This is an optimization exercise on Yosys and OpenROAD, whose aim is small area, a short achievable clock period and few clock cycles per item, not a production implementation. The RTL was checked by simulation tests, not by an equivalence proof against the original design.

==> design.v <==
module ldg_chain (
    input  wire         clk,
    input  wire         rst,         
    input  wire         in_valid,
    output wire         in_ready,
    input  wire [1:0]   in_op,       
    input  wire [143:0] in_data,     
    output wire         out_valid,
    input  wire         out_ready,
    output wire [255:0] out_entry    
);
    localparam [1:0] OP_APPEND  = 2'd0;
    localparam [1:0] OP_WORN    = 2'd1;
    localparam [1:0] OP_GENESIS = 2'd2;
    localparam [1:0] S_IDLE  = 2'd0;
    localparam [1:0] S_HASH  = 2'd1;
    localparam [1:0] S_FINAL = 2'd2;
    localparam [1:0] S_OUT   = 2'd3;
    localparam [255:0] IV = {32'h6a09e667, 32'hbb67ae85, 32'h3c6ef372, 32'ha54ff53a,
                             32'h510e527f, 32'h9b05688c, 32'h1f83d9ab, 32'h5be0cd19};
    localparam [2047:0] K_TABLE = {
        32'h428a2f98, 32'h71374491, 32'hb5c0fbcf, 32'he9b5dba5,
        32'h3956c25b, 32'h59f111f1, 32'h923f82a4, 32'hab1c5ed5,
        32'hd807aa98, 32'h12835b01, 32'h243185be, 32'h550c7dc3,
        32'h72be5d74, 32'h80deb1fe, 32'h9bdc06a7, 32'hc19bf174,
        32'he49b69c1, 32'hefbe4786, 32'h0fc19dc6, 32'h240ca1cc,
        32'h2de92c6f, 32'h4a7484aa, 32'h5cb0a9dc, 32'h76f988da,
        32'h983e5152, 32'ha831c66d, 32'hb00327c8, 32'hbf597fc7,
        32'hc6e00bf3, 32'hd5a79147, 32'h06ca6351, 32'h14292967,
        32'h27b70a85, 32'h2e1b2138, 32'h4d2c6dfc, 32'h53380d13,
        32'h650a7354, 32'h766a0abb, 32'h81c2c92e, 32'h92722c85,
        32'ha2bfe8a1, 32'ha81a664b, 32'hc24b8b70, 32'hc76c51a3,
        32'hd192e819, 32'hd6990624, 32'hf40e3585, 32'h106aa070,
        32'h19a4c116, 32'h1e376c08, 32'h2748774c, 32'h34b0bcb5,
        32'h391c0cb3, 32'h4ed8aa4a, 32'h5b9cca4f, 32'h682e6ff3,
        32'h748f82ee, 32'h78a5636f, 32'h84c87814, 32'h8cc70208,
        32'h90befffa, 32'ha4506ceb, 32'hbef9a3f7, 32'hc67178f2
    };
    function [31:0] rotr(input [31:0] x, input integer n);
        rotr = (x >> n) | (x << (32 - n));
    endfunction
    reg [1:0]   state;
    reg [11:0]  seq;         
    reg [255:0] prev;        
    reg [159:0] head;        
    reg [255:0] entry;       
    reg [5:0]   round;
    reg [31:0]  a, b, c, d, e, f, g, h;
    reg [31:0]  w [0:15];    
    wire [31:0] kt  = K_TABLE[2047 - 32*round -: 32];
    wire [31:0] s1  = rotr(e, 6) ^ rotr(e, 11) ^ rotr(e, 25);
    wire [31:0] ch  = (e & f) ^ (~e & g);
    wire [31:0] t1  = h + s1 + ch + kt + w[0];
    wire [31:0] s0  = rotr(a, 2) ^ rotr(a, 13) ^ rotr(a, 22);
    wire [31:0] maj = (a & b) ^ (a & c) ^ (b & c);
    wire [31:0] t2  = s0 + maj;
    wire [31:0] ws0   = rotr(w[1], 7) ^ rotr(w[1], 18) ^ (w[1] >> 3);
    wire [31:0] ws1   = rotr(w[14], 17) ^ rotr(w[14], 19) ^ (w[14] >> 10);
    wire [31:0] wnext = ws1 + w[9] + ws0 + w[0];
    wire [31:0] h0 = IV[255:224] + a;
    wire [31:0] h1 = IV[223:192] + b;
    wire [31:0] h2 = IV[191:160] + c;
    wire [159:0] new_head = {4'd0, seq, in_data};
    wire [511:0] block = {prev, new_head, 32'h80000000, 32'h00000000, 32'd416};
    assign in_ready  = (state == S_IDLE);
    assign out_valid = (state == S_OUT);
    assign out_entry = entry;
    integer i;
    always @(posedge clk) begin
        if (rst) begin
            state <= S_IDLE;
            seq   <= 12'd0;
            prev  <= 256'd0;
            round <= 6'd0;
        end else begin
            case (state)
                S_IDLE: if (in_valid) begin
                    case (in_op)
                        OP_APPEND: begin
                            head  <= new_head;
                            seq   <= seq + 12'd1;
                            for (i = 0; i < 16; i = i + 1)
                                w[i] <= block[511 - 32*i -: 32];
                            {a, b, c, d, e, f, g, h} <= IV;
                            round <= 6'd0;
                            state <= S_HASH;
                        end
                        OP_WORN: begin
                            entry <= {4'd0, seq, {240{1'b1}}};
                            seq   <= seq + 12'd1;
                            state <= S_OUT;
                        end
                        OP_GENESIS: begin
                            prev <= {in_data[127:0], 128'd0};
                            seq  <= 12'd0;
                        end
                        default: ;
                    endcase
                end
                S_HASH: begin
                    h <= g;
                    g <= f;
                    f <= e;
                    e <= d + t1;
                    d <= c;
                    c <= b;
                    b <= a;
                    a <= t1 + t2;
                    for (i = 0; i < 15; i = i + 1)
                        w[i] <= w[i+1];
                    w[15] <= wnext;
                    round <= round + 6'd1;
                    if (round == 6'd63)
                        state <= S_FINAL;
                end
                S_FINAL: begin
                    entry <= {head, h0, h1, h2};
                    prev  <= {head, h0, h1, h2};
                    state <= S_OUT;
                end
                S_OUT: if (out_ready)
                    state <= S_IDLE;
            endcase
        end
    end
endmodule
==> run.sh <==
#!/bin/bash
# synth_recipe.tcl (not shown) runs the flow's synth.tcl, then flattens the netlist and writes it again
# the make line also repeats each setting of config.mk as NAME=value (left out here)
make -C /OpenROAD-flow-scripts/flow DESIGN_CONFIG=/design/flow/config.mk WORK_HOME=/design/flow/orfs CLKGATE_MAP_FILE= SYNTH_SCRIPT=/design/flow/synth_recipe.tcl finish
==> config.mk <==
export PLATFORM = sky130hd
export DESIGN_NAME = ldg_chain
export DESIGN_NICKNAME = ldg_chain
export VERILOG_FILES = /design/flow/design.v
export SDC_FILE = /design/flow/constraint.sdc
export NUM_CORES = 4
export LEC_CHECK = 0
export CAP_MARGIN = 20
export CORE_MARGIN = 2
export CORE_UTILIZATION = 40
export PLACE_DENSITY = 0.6
export SLEW_MARGIN = 20
==> constraint.sdc <==
create_clock -name core_clock -period 10.0 [get_ports {clk}]
set_input_delay 2.0000 -clock core_clock [delete_from_list [all_inputs] [get_ports {clk}]]
set_output_delay 2.0000 -clock core_clock [all_outputs]
set_load 0.01 [all_outputs]
==> key figures <==
Status
  – Result of the run: timing/DRC/antenna clean

Critical path
  – Length in cells of the worst reg-to-reg path: 40
  – Cell at the slowest stage of the critical path: fa_1
  – Endpoint kind of the worst setup timing path: flop
  – Origin of the critical flop-to-flop path: round[0]
  – Highest cell delay on the worst timing path: roughly 540 ps
  – Critical Path RT: 10510 ps
  – Critical R2R Capture: a[31]
  – Arr. time, crit path: just over 10000 ps
  – CP Launch Type: flop
  – Path type of the worst setup path: reg -> reg
  – Setup slack of the most critical reg-to-reg path: roughly 420 ps
  – Critical path's most frequent cell: fa_1
  – Maximum fanout encountered on the critical timing path: 25

Route
  – Average detailed-routed wire length per instance: around 28 um
  – Average via count per standard cell: 5.52
  – Count of routing violations after the opening detailed-route iteration: around 5500
  – Number of detailed-route iterations in the first pass: 6
  – Via count of the routed design: roughly 50000
  – DRC violations left: 0
  – Total wire length after detailed routing: 254000 um
  – Antenna-violating nets left: 0

Layout
  – Net count reported at finish: slightly above 7000
  – Layout-stage area growth over the synthesis result: 19.9%
  – Filler cell count: about 16000
  – Sequential cell area: 40800 sq um
  – Share of cells above drive strength 1: about 18%
  – Combined area of the multi-input logic cells: between 30000 and 40000 sq um
  – Post-route cell area: between 80000 and 90000 sq um
  – Final standard cell count with taps included and fillers excluded: around 9100

Hold path
  – Hold Path Depth: 2
  – Type of the worst min-delay path: reg -> reg
  – Launch instance of the worst min-delay path: prev[62]
  – Endpoint of the worst hold-timing path: prev[62]

Timing
  – Skew final: approximately 54 ps
  – Final critical delay including setup and external delays: between 9000 and 10000 ps
  – Final number of hold-violating endpoints: 0
  – Slew margin rel.: between 10% and 20%
  – RSZ-0062 raised after global routing: false
  – Setup violators final: 0
  – Fmax: 104 MHz
  – Worst-margin pin slew: approximately 1300 ps
  – Number of slew-limit violations in the final report: 0
  – Setup_tns: 0 ps
  – Period utilisation layout: between 90% and 100%

Global route
  – Overall global routing resource usage: a little over a quarter
  – Vias in the first global route: 49400
  – Initial antenna violation count: 30
  – Wire length of the first global-routing pass: roughly 360000 um
  – Leftover overflow at the end of global routing: 0
  – Pin count of the biggest net entering global routing: 190

Logic synthesis
  – Share of flip-flops with an asynchronous set or reset: 0%
  – Netlist area before placement: approximately 73000 sq um
  – Share of the synthesized area in compound gates (AO/OA/AOI/OAI): a little under a tenth
  – Predominant post-synthesis flop cell: edfxtp_1
  – Multiplexer area fraction after synthesis: 8.86%
  – Simple logic cell fraction of the synthesized area: about a tenth
  – Sequential area share after synthesis: 55.6%
  – Number of instances in the synthesized netlist: 6004
  – Post-synth EDFFs: roughly 1200
  – Post-synthesis sequential element count: around 1500
  – Mean area per synthesized cell: 12.2 sq um
  – Synth unique cells: 78
  – Number of warnings issued by yosys: 2
  – Largest family of logic cells by synthesized area: simple AND/OR/NAND/NOR gates
  – Adder and majority gate portion of the synthesized area: under 10%
  – Synth Area in XOR/XNOR: about 5.4%

Place
  – Placement-stage cell area: between 80000 and 90000 sq um
  – Gp weighted congestion: 0.968
  – Number of input and output port buffers inserted: roughly 400
  – DPL Wire Length: between 150000 and 200000 um
  – Number of placed instances, taps included: a little under 9000

Die
  – Die H: approximately 430 um
  – Starting density of the core: about two fifths
  – Number of core rows: 157
  – I/O pin cnt: ~410
  – Die W: ~430 um
  – Die Outline Area: ~190000 sq um
  – Area of the core: approximately 180000 sq um

Clock network
  – Cell at the root of the clock tree: clkbuf_16
  – TritonCTS sink count: between 1000 and 1500
  – Clock slew at reported path FFs: approximately 60 ps
  – TritonCTS clock tree: done
  – Clock latency at the later pin of the worst-skew pair: between 800 and 900 ps
  – Maximum clock insertion buffer count: 3
  – Max H-tree Level: 4
  – CTS buffer count: ~160

Run
  – Max Cap Violations: 0
==> kinds of logic (layout without fill, tap and decap cells) <==
kind of cell / count (synthesis) / after routing
AO/OA/AOI/OAI: 1014 / 1014
XOR/XNOR: 450 / 450
adder cells (fa/ha/maj): 341 / 341
buffers and inverters: 663 / 1396
flip-flops: 1452 / 1452
multiplexers: 590 / 590
other: 1 / 9
AND/OR/NAND/NOR: 1493 / 1493
==> critical path, delay by kind of cell (launching register included) <==
family	cells	cell delay, ps
fa+ha+maj	9	3490
compound gates	13	2610
buf+inv	9	1220
simple gates	6	950
flops	1	450
xor+xnor	2	390
mux	1	170
==> cell usage after synthesis, types with 19 or more instances <==
| cell | number | area (sq um) |
|---|---|---|
| o21a_1 | 23 | 173 |
| dfxtp_1 | 276 | 5530 |
| nand2_1 | 322 | 1210 |
| ha_1 | 149 | 1860 |
| a21oi_1 | 240 | 1200 |
| nor3_1 | 59 | 295 |
| o21ai_0 | 208 | 1040 |
| nand3_1 | 102 | 510 |
| buf_1 | 26 | 97.6 |
| or2_2 | 29 | 181 |
| edfxtp_1 | 1176 | 35300 |
| a211oi_1 | 167 | 1250 |
| inv_1 | 275 | 1030 |
| or3_1 | 19 | 119 |
| a21o_1 | 75 | 563 |
| o21bai_1 | 26 | 195 |
| mux2i_1 | 134 | 1340 |
| nor2_1 | 401 | 1510 |
| xor2_1 | 149 | 1310 |
| a31oi_1 | 39 | 244 |
| mux2_2 | 453 | 5100 |
| clkbuf_1 | 348 | 1310 |
| a22oi_1 | 55 | 413 |
| xnor2_1 | 301 | 2640 |
| nand2b_1 | 301 | 1880 |
| o211ai_1 | 32 | 240 |
| and2_1 | 171 | 1070 |
| fa_1 | 187 | 3740 |
==> metrics by stage <==
stage / util, % / worst slack (ps) / hold WS (ps)
after global routing: 48.2 / 36.1 / 471
after detailed placement: 45.2 / 366 / 439
final: 48.2 / 425 / 449
after CTS: 48.2 / 278 / 452
after floorplan: - / -4190 / 421
after global placement: 45.2 / 324 / 430
==> final cells by class <==
cell class	count	share of cell area, %
well taps	2385	3.39
flip-flops and latches	1452	46.4
clock buffers	218	4.98
repair buffers	824	8.51
inverters	278	1.18
clock inverters	76	1.16
diodes	5	0.0142
multi-input cells	3892	34.4
==> flip-flops by register name (all words and copies together), names as in the netlist <==
signal  cells
entry     252
head      156
seq        12
w         512
state       2
h          32
e          32
prev      256
a          32
f          32
d          32
round       6
b          32
c          32
g          32
==> layout by cell type (no fill, tap or decap), types with 237 or more instances in the layout <==
cell type	n
buf_4	398
nor2_1	399
nand2_1	320
edfxtp_1	1176
nand2b_1	301
xnor2_1	296
clkdlybuf4s50_1	402
mux2_2	453
a21oi_1	237
inv_1	275
dfxtp_1	276
==> metal layers <==
layer	GRT usage (%)	vias to the layer above	part of all wire [%]
met2	42.7	1908	47
met1	37.0	25500	43
met5	0	-	0.013
li1	-	22600	-
met4	9.97	6	3.8
met3	4.07	367	6.5
==> worst max-delay path by stage <==
stage               depth (start not counted)      from    end  slack (ps)
CTS                                        39  round[1]  a[31]         280
finish                                     40  round[0]  a[31]         420
global placement                           40  round[1]  a[31]         320
detailed placement                         39  round[1]  a[31]         370
global route                               41  round[1]  a[31]          40
floorplan                                   4       rst   a[0]       -4190
==> timing repair <==
item	4_1_cts	5_1_grt
endpoints found under the setup margin	0	10
hold buffers	0	0
setup buffers	0	3
endpoints found under the hold margin	0	0
resized for setup	0	13
Testbench counts, summed over its fixed seeds: cycles 25,736, items 384.

separate check: timing with driven ports:
Ports are ideal in the flow. The routed layout listed here was re-timed in OpenROAD.
Step 1 (the two cells are an assumption about what drives the block):
set clk [get_ports {clk}]
set_driving_cell -lib_cell sky130_fd_sc_hd__clkbuf_16 $clk
set_driving_cell -lib_cell sky130_fd_sc_hd__buf_2 [delete_from_list [all_inputs] $clk]
Step 2 also shifts input and output timing later by t, the mid clock arrival at the registers, as if the neighbouring blocks saw the same clock.
a / b / c = ideal ports / drivers / drivers and shift; a / b = the first two.
t (ns): 0.895
setup slack, ns: 0.425 / 0.425 / 0.425
slew at the worst register clock pin (ns): 0.08 / 0.08
After both steps this run still meets setup and hold. For this run, drivers alone change the setup slack by 0.000 ns; drivers and shift together by 0.000 ns.
